This is an optimization exercise on Yosys and OpenROAD, whose aim is small area, a short achievable clock period and few clock cycles, not a production implementation.
At most, simulation tests tie the RTL to the original design; equivalence was not proved.
No activity file was given, so power comes from the tool's default toggle rates.

==> inputs of run X <==
Design lay_dpu, start of the top module:
module lay_dpu (
    input  wire        clk,
    input  wire        rst,           
    input  wire        cmd_valid,
    output wire        cmd_ready,
    input  wire [5:0]  cmd_op,
    input  wire [1:0]  cmd_acc,       
    input  wire [1:0]  cmd_lanes,     
    input  wire [1:0]  cmd_part,      
    input  wire [2:0]  cmd_t,         
    input  wire        cmd_sat,
    input  wire        cmd_rnd,       
    input  wire        cmd_int,       
    input  wire        cmd_trk,       
    input  wire [23:0] cmd_a,
    input  wire [23:0] cmd_b,
    input  wire [23:0] cmd_c,
    input  wire [23:0] cmd_d,
    input  wire [23:0] cmd_e,
    output reg         rsp_valid,
    output reg  [23:0] rsp_data,
    output reg         rsp_annul,
    output reg  [5:0]  rsp_flags,
    output reg  [4:0]  rsp_bx
);
export LEC_CHECK = 0
export ABC_AREA = 1
export CAP_MARGIN = 20
export CORE_MARGIN = 2
export CORE_UTILIZATION = 30
export PLACE_DENSITY = 0.5
export SLEW_MARGIN = 20
create_clock -name core_clock -period 20.0 [get_ports {clk}]
standard.sh (not shown) runs the stock make flow with config.mk's settings and CLKGATE_MAP_FILE= SYNTH_SCRIPT=/design/flow/synth_recipe.tcl, a recipe that flattens the netlist after the stock synthesis.
==> flow/flow/run.sh <==
#!/bin/bash
# Layout flow: the standard flow (standard.sh), with ORFS's timing
# repair asked to leave a setup margin (so that it sizes and buffers the
# paths that set the achieved period) and the ports buffered with buf_2.
export SETUP_SLACK_MARGIN=14.8
export BUFFER_PORTS_ARGS="-buffer_cell sky130_fd_sc_hd__buf_2"
bash standard.sh > standard.log 2>&1
==> run R: changes against run X <==
--- a/flow/design.v
+++ b/flow/design.v
@@ -143,20 +143,21 @@
     wire [24:0] as_s;
     lay_add25 u_as (.a({1'b0, as_x}), .b({1'b0, as_y}), .cin(as_sub0), .s(as_s));
     wire as_ov  = (as_x[23] == as_y[23]) & (as_s[23] != as_x[23]);
     wire [23:0] as_lim = as_x[23] ? 24'h800000 : 24'h7FFFFF;
     wire [23:0] as_r   = (as_ov & sat0) ? as_lim : as_s[23:0];
     wire [23:0] a0f = {~a0[23], a0[22:0]};
     wire [23:0] b0f = {~b0[23], b0[22:0]};
     wire [23:0] c0f = {~c0[23], c0[22:0]};
-    wire a_ge_c, c_ge_b;
+    wire a_ge_b, a_ge_c, c_ge_b;
+    lay_cmp24 u_cab (.a(a0f), .b(~b0f), .cin(1'b1), .co(a_ge_b));
     lay_cmp24 u_cac (.a(a0f), .b(~c0f), .cin(1'b1), .co(a_ge_c));
     lay_cmp24 u_ccb (.a(c0f), .b(~b0f), .cin(1'b1), .co(c_ge_b));
-    wire a_lt_b = as_s[23] ^ as_ov;     
+    wire a_lt_b = ~a_ge_b;
     wire c_gt_a = ~a_ge_c;
     wire c_lt_b = ~c_ge_b;
     wire clamp_c = c_gt_a & c_lt_b;           
     wire clamp_a = ~c_gt_a & a_lt_b;
     wire clamp_b = ~clamp_c & ~clamp_a;
     wire [23:0] clamp_r = clamp_c ? c0 : (clamp_a ? a0 : b0);
     reg [23:0] r_s1;
     reg        v_s1, c_s1, s_s1, wv_s1, wc_s1, zr_s1;
==> flow/flow/run.sh (replaced) <==
#!/bin/bash
# Layout flow: the standard flow (standard.sh), with ORFS's timing
# repair asked to leave a setup margin (so that it sizes and buffers the
# paths that set the achieved period) and the ports buffered with buf_4.
export SETUP_SLACK_MARGIN=15.0
export BUFFER_PORTS_ARGS="-buffer_cell sky130_fd_sc_hd__buf_4"
bash standard.sh > standard.log 2>&1
- ABC_AREA: 1 -> not set
==> out/metrics.csv <==
stage,metric,value,unit
outcome,outcome,finished with violations,
outcome,checkFailReasons,max-capacitance violations,
detailed_routing,wl_met2,129,mm
pwr,p_per_area,141,nW/um2
detailed_routing,drt_iter0_markers,6810,
final_layout,syn_to_final_growth,20.4,%
final_layout,regArea,15400,um2
final_layout,buffers,636,
die,core,200000,um2
job,cap_violations,1,
logic_synthesis,syn_inst,6840,
The numbers above come from run R.

==> out/metrics.csv <==
stage,metric,value,unit
outcome,outcome,finished clean,
detailed_routing,wl_met2,139,mm
detailed_routing,drt_iter0_markers,7387,
final_layout,buffers,569,
final_layout,syn_to_final_growth,18.0,%
logic_synthesis,syn_area_per_cell,7.01,um2
final_layout,utilization,35.6,%
die,core,197000,um2
job,cap_violations,0,
logic_synthesis,syn_inst,8458,
clock_network,ctsHoldBuffers,0,
pwr,clockNetworkPower,1610,uW
pwr,p_per_area,142,nW/um2
The numbers above come from run X.

Testbench counts of run R, summed over its fixed seeds: cycles 11,502.
For run X, only the layout was checked, not whether the RTL still works.

==> run a: inputs <==
Another version of the RTL of lay_dpu (not shown whole).
Settings: LEC_CHECK=0, ABC_AREA=1, CAP_MARGIN=20, CORE_MARGIN=2, CORE_UTILIZATION=30, CTS_CLUSTER_DIAMETER=120, CTS_CLUSTER_SIZE=22, PLACE_DENSITY=0.5, SLEW_MARGIN=20; clock period 20.0 ns.
==> flow/flow/run.sh <==
#!/bin/bash
# Layout flow: the standard flow (standard.sh), with ORFS's timing
# repair asked to leave a setup margin (so that it sizes and buffers the
# paths that set the achieved period) and the ports buffered with buf_4.
export SETUP_SLACK_MARGIN=14.9
export BUFFER_PORTS_ARGS="-buffer_cell sky130_fd_sc_hd__buf_4"
bash standard.sh > standard.log 2>&1
==> run b (differences from run a) <==
--- a/flow/design.v
+++ b/flow/design.v
@@ -43,22 +43,23 @@
     reg [2:0]  t0;
     reg        sat0, rnd0, int0, trk0;
     reg [23:0] a0, b0, c0, d0, e0;
     reg        x24;                   
     reg        lt0, lerp0;            
-    reg        hz0;                   
+    reg        hz0, hz2_0;            
     reg        as_sub0, negabs0;      
     reg        msu0;
     reg        nrdy_o;
     assign cmd_ready = ~nrdy_o;
     wire in_mul   = (cmd_op == OP_MPY) | (cmd_op == OP_MAC) | (cmd_op == OP_MSU);
     wire in_multi = in_mul & ((cmd_lanes == 2'd1 & ~cmd_acc[0]) |
                               (cmd_lanes == 2'd2 & cmd_acc == 2'd0));
     wire in_lt    = (cmd_op == OP_LERP) | (cmd_op == OP_TLU);
     wire in_sc    = (cmd_op == OP_SCALE) | (cmd_op == OP_SCALEA);
-    wire bx_hz    = v0 & (((op0 == OP_STA) & trk0) | (op0 == OP_BXCLR));
-    wire [1:0] klast0 = (hz0 | lt0 | ln0 == 2'd1) ? 2'd1 : 2'd3;
+    wire bx_hz2   = v0 & (((op0 == OP_STA) & trk0) | (op0 == OP_BXCLR));
+    wire bx_hz    = bx_hz2 | (v1 & ((c_sta & trk1) | c_bxclr));
+    wire [1:0] klast0 = hz2_0 ? 2'd2 : (hz0 | lt0 | ln0 == 2'd1) ? 2'd1 : 2'd3;
     always @(posedge clk) begin
         if (rst) begin
             v0    <= 1'b0;
             rdy_q  <= 1'b1;
             nrdy_o <= 1'b0;
@@ -84,10 +85,11 @@
         trk0 <= cmd_trk;
         if (rdy_q) begin
             sat0    <= cmd_sat;
             t0      <= cmd_t;
             hz0     <= in_sc & bx_hz;
+            hz2_0   <= in_sc & bx_hz2;
             rnd0    <= cmd_rnd;
             op0     <= cmd_op;
             n0      <= cmd_acc;
             ln0     <= cmd_lanes;
             int0    <= cmd_int;
@@ -113,12 +115,10 @@
             x24 <= c0[23];
             c0  <= d0;
             d0  <= e0;
         end
     end
-    reg rst_q;
-    always @(posedge clk) rst_q <= rst;
     wire mul_s1   = (op0 == OP_MPY) | (op0 == OP_MAC) | (op0 == OP_MSU);
     wire lok_s1   = (ln0 == 2'd0) | (ln0 == 2'd1 & ~n0[0]) | (ln0 == 2'd2 & n0 == 2'd0);
     wire rwp_s1   = (op0 == OP_RDP) | (op0 == OP_WRP);
     wire annul_s1 = (op0 > OP_BXCLR) | (mul_s1 & ~lok_s1) | (rwp_s1 & pt0 == 2'd3);
     wire [24:0] mx   = int0 ? {x24, b0} : {b0, 1'b0};
@@ -144,20 +144,18 @@
     wire [23:0] as_lim = as_x[23] ? 24'h800000 : 24'h7FFFFF;
     wire [23:0] as_r   = (as_ov & sat0) ? as_lim : as_s[23:0];
     wire [23:0] a0f = {~a0[23], a0[22:0]};
     wire [23:0] b0f = {~b0[23], b0[22:0]};
     wire [23:0] c0f = {~c0[23], c0[22:0]};
-    wire a_ge_c, c_ge_b;
+    wire a_ge_b, a_ge_c, c_ge_b;
+    lay_cmp24 u_cab (.a(a0f), .b(~b0f), .cin(1'b1), .co(a_ge_b));
     lay_cmp24 u_cac (.a(a0f), .b(~c0f), .cin(1'b1), .co(a_ge_c));
     lay_cmp24 u_ccb (.a(c0f), .b(~b0f), .cin(1'b1), .co(c_ge_b));
-    wire a_lt_b = as_s[23] ^ as_ov;     
+    wire a_lt_b = ~a_ge_b;
     wire c_gt_a = ~a_ge_c;
     wire c_lt_b = ~c_ge_b;
-    wire clamp_c = c_gt_a & c_lt_b;           
-    wire clamp_a = ~c_gt_a & a_lt_b;
-    wire clamp_b = ~clamp_c & ~clamp_a;
-    wire [23:0] clamp_r = clamp_c ? c0 : (clamp_a ? a0 : b0);
+    wire [23:0] clamp_r = c_gt_a ? (c_lt_b ? c0 : b0) : (a_lt_b ? a0 : b0);
     reg [23:0] r_s1;
     reg        v_s1, c_s1, s_s1, wv_s1, wc_s1, zr_s1;
     always @* begin
         r_s1  = a0;
         v_s1  = 1'b0;
@@ -196,21 +194,20 @@
             OP_OR:    begin r_s1 = a0 | b0; wv_s1 = 1'b1; end
             OP_XOR:   begin r_s1 = a0 ^ b0; wv_s1 = 1'b1; end
             OP_NOT:   begin r_s1 = ~a0;     wv_s1 = 1'b1; end
             OP_CLAMP: begin
                 r_s1  = clamp_r;
-                c_s1  = ~(clamp_c | (clamp_b & (b0 == c0)) | (clamp_a & (a0 == c0)));
+                c_s1  = (clamp_r != c0);
                 wv_s1 = 1'b1;
                 wc_s1 = 1'b1;
             end
             OP_LERP, OP_TLU: r_s1 = c0;    
             default:  r_s1 = a0;
         endcase
     end
-    wire [4:0] bx_fwd;                 
     wire [4:0] cnt_s1 = (b0[4:0] > 5'd24) ? 5'd24 : b0[4:0];
-    wire [5:0] sh_s1  = {1'b0, bx_fwd} - {3'b000, t0};    
+    wire [5:0] sh_s1  = {1'b0, bx_q} - {3'b000, t0};      
     wire [4:0] shamt_s1 = (op0 == OP_SHL) ? cnt_s1 :
                           (op0 == OP_SHR | op0 == OP_SHRL) ? 5'd24 - cnt_s1 :
                           ~sh_s1[5] ? sh_s1[4:0] :
                           (op0 == OP_SCALE) ? sh_s1[4:0] + 5'd24 : sh_s1[4:0] + 5'd8;
     wire [1:0] tg_s1  = n0 + (hz0 ? 2'd0 : k0);
@@ -226,11 +223,11 @@
     reg        sh_neg, cnz1;
     reg [23:0] r1;                    
     reg [56:0] ms1, mc1;
     reg [55:0] acc_t;                 
     always @(posedge clk) begin
-        if (rst_q) v1 <= 1'b0;
+        if (rst) v1 <= 1'b0;
         else     v1 <= v0 & ~((lt0 | hz0) & ~rdy_q);
         last1   <= rdy_q;
         first1  <= (k0 == 2'd0);
         ts1     <= 4'b0001 << tg_s1;
         pt1     <= pt0;
@@ -369,11 +366,11 @@
         acc_t <= byp_w ? acc_w : (byp_c ? 56'd0 : acc_s1);
     reg        v2, annul2, rz2, rdf2, rdbx2, wzn2, scla2, zsc2, nsc2;
     reg        wv2, vv2, wc2, cv2, ss2, trk2, bxclr2, wrf2;
     reg [23:0] zv2;
     always @(posedge clk) begin
-        if (rst_q) begin
+        if (rst) begin
             acc0   <= 56'd0;
             acc1   <= 56'd0;
             acc2   <= 56'd0;
             acc3   <= 56'd0;
             bv     <= 1'b0;
@@ -422,11 +419,10 @@
     wire [1:0]  rsb_d1 = rsb_z1 ? rsb_d2[1:0] : rsb_d2[3:2];
     wire        rsb_z0 = ~rsb_d1[1];
     wire [4:0]  rsb    = {rsb_z4, rsb_z3, rsb_z2, rsb_z1, rsb_z0};
     reg  [5:0] f_n;
     reg  [4:0] bx_n;
-    assign bx_fwd = v2 ? bx_n : bx_q;
     always @* begin
         f_n  = f_q;
         bx_n = bx_q;
         if (wzn2) begin
             f_n[FZ] = (zv2 == 24'd0);
@@ -448,11 +444,11 @@
             bx_n = 5'd23;
         end
         if (wrf2) f_n = zv2[5:0];
     end
     always @(posedge clk) begin
-        if (rst_q) begin
+        if (rst) begin
             f_q       <= 6'd0;
             bx_q      <= 5'd23;
             rsp_valid <= 1'b0;
         end else begin
             rsp_valid <= v2;
==> flow/flow/run.sh (replaced) <==
#!/bin/bash
# Layout flow: the standard flow (standard.sh), with ORFS's timing
# repair asked to leave a setup margin (so that it sizes and buffers the
# paths that set the achieved period) and the ports buffered with buf_4.
export SETUP_SLACK_MARGIN=14.5
export BUFFER_PORTS_ARGS="-buffer_cell sky130_fd_sc_hd__buf_4"
bash standard.sh > standard.log 2>&1
ABC_AREA = unset   (was 1)
CTS_CLUSTER_DIAMETER = unset   (was 120)
CTS_CLUSTER_SIZE = unset   (was 22)
==> run c (differences from run a) <==
--- a/flow/design.v
+++ b/flow/design.v
@@ -144,14 +144,15 @@
     wire [23:0] as_lim = as_x[23] ? 24'h800000 : 24'h7FFFFF;
     wire [23:0] as_r   = (as_ov & sat0) ? as_lim : as_s[23:0];
     wire [23:0] a0f = {~a0[23], a0[22:0]};
     wire [23:0] b0f = {~b0[23], b0[22:0]};
     wire [23:0] c0f = {~c0[23], c0[22:0]};
-    wire a_ge_c, c_ge_b;
+    wire a_ge_b, a_ge_c, c_ge_b;
+    lay_cmp24 u_cab (.a(a0f), .b(~b0f), .cin(1'b1), .co(a_ge_b));
     lay_cmp24 u_cac (.a(a0f), .b(~c0f), .cin(1'b1), .co(a_ge_c));
     lay_cmp24 u_ccb (.a(c0f), .b(~b0f), .cin(1'b1), .co(c_ge_b));
-    wire a_lt_b = as_s[23] ^ as_ov;     
+    wire a_lt_b = ~a_ge_b;
     wire c_gt_a = ~a_ge_c;
     wire c_lt_b = ~c_ge_b;
     wire clamp_c = c_gt_a & c_lt_b;           
     wire clamp_a = ~c_gt_a & a_lt_b;
     wire clamp_b = ~clamp_c & ~clamp_a;
==> flow/flow/run.sh (replaced) <==
#!/bin/bash
# Layout flow: the standard flow (standard.sh), with ORFS's timing
# repair asked to leave a setup margin (so that it sizes and buffers the
# paths that set the achieved period) and the ports buffered with buf_4.
export SETUP_SLACK_MARGIN=14.8
export BUFFER_PORTS_ARGS="-buffer_cell sky130_fd_sc_hd__buf_4"
bash standard.sh > standard.log 2>&1
==> comparison table <==
metric                                                           run c              run a                  run b
Result of the run                             timing/DRC/antenna clean  timing/DRC/antenna clean  timing/DRC/antenna clean
Xor and xnor fraction of the mapped netlist area                 6.56%              6.60%                  6.88%
Highest clock rate                                             190 MHz            186 MHz                181 MHz
Maximum resistive drop on vdd                                 0.180 mV           0.156 mV               0.157 mV
Initial core utilization                                         30.2%              30.1%                  30.3%
Hold Startpoint                                         annul2$_DFF_P_     c_rdbx$_DFF_P_         annul2$_DFF_P_
First element of the critical path                     a0[7]$_DFFE_PP_  negabs0$_DFFE_PP_                    rst
Die width                                                       449 um             449 um                 453 um
Sequential cell area share                                       22.6%              21.9%                  22.3%
Slew at the pin closest to its max-slew limit                  1.32 ns            1.23 ns                1.31 ns
Filler Cells Inserted                                            21300              21100                  21000
Sw Share                                                         55.4%              55.5%                  52.2%
Via-to-Cell Ratio                                                 5.60               5.59                   6.03
TritonCTS Buffers                                                   41                 42                     79
Power density normalized to cell area                      142 nW/um^2        141 nW/um^2            136 nW/um^2
Vias in the first global route                                   58800              58900                  56400
Normalized max-slew margin                                       11.3%              18.0%                  12.6%
Multiplexer fraction of the synthesized cell area               0.639%             0.590%                  8.61%
Met1 layer usage reported by global route                        36.6%              37.6%                  37.7%
Worst Setup EP                                          r1[11]$_DFF_P_     r1[10]$_DFF_P_  acc0[33]$_SDFFE_PP0P_
H-tree lvl count                                                     2                  2                      3
Layout buffer count excluding clock buffers                        500                688                    469
Share of post-route cells with drive strength above 1            11.8%              16.1%                  14.0%
First drt pass iteration count                                       9                  8                      9
Amount of wire on met3 after detailed routing                 29800 um           27800 um               30400 um
Cells on worst reg2reg path                                         17                 39                     13
Testbench counts of run b, summed over its fixed seeds: cycles 11,502.
Testbench counts of run c, summed over its fixed seeds: cycles 11,472.
For run a, only the layout was checked, not whether the RTL still works.

==> separate check: timing with driven ports <==
The results above use ideal ports. As a check the final layouts listed here were re-extracted and re-timed, cells and wires unchanged.
Step 1 (the two cells are an assumption about what drives the block):
set clk [get_ports {clk}]
set_driving_cell -lib_cell sky130_fd_sc_hd__clkbuf_16 $clk
set_driving_cell -lib_cell sky130_fd_sc_hd__buf_2 [delete_from_list [all_inputs] $clk]
Step 2, shift: input delay + t, output delay - t, t = (earliest + latest rising clock arrival at the registers) / 2. This alone moves slack from input paths to output paths.
Three values: ideal, step 1, step 2; two values: the first two.
run	t (ns)	slack for setup (ns)	worst hold slack (ns)
run X	0.808	14.545 / 14.545 / 14.545	0.327 / 0.327 / 0.327
run R	0.816	14.608 / 14.608 / 14.608	0.327 / 0.327 / 0.327
run a	0.742	14.637 / 14.637 / 14.574	0.336 / 0.336 / 0.336
run b	0.797	14.485 / 14.487 / 13.690	0.327 / 0.327 / 0.327
run c	0.736	14.725 / 14.715 / 14.406	0.329 / 0.329 / 0.329
For run b, which loses most, drivers alone change the setup slack by +0.002 ns; drivers and shift together by -0.795 ns.
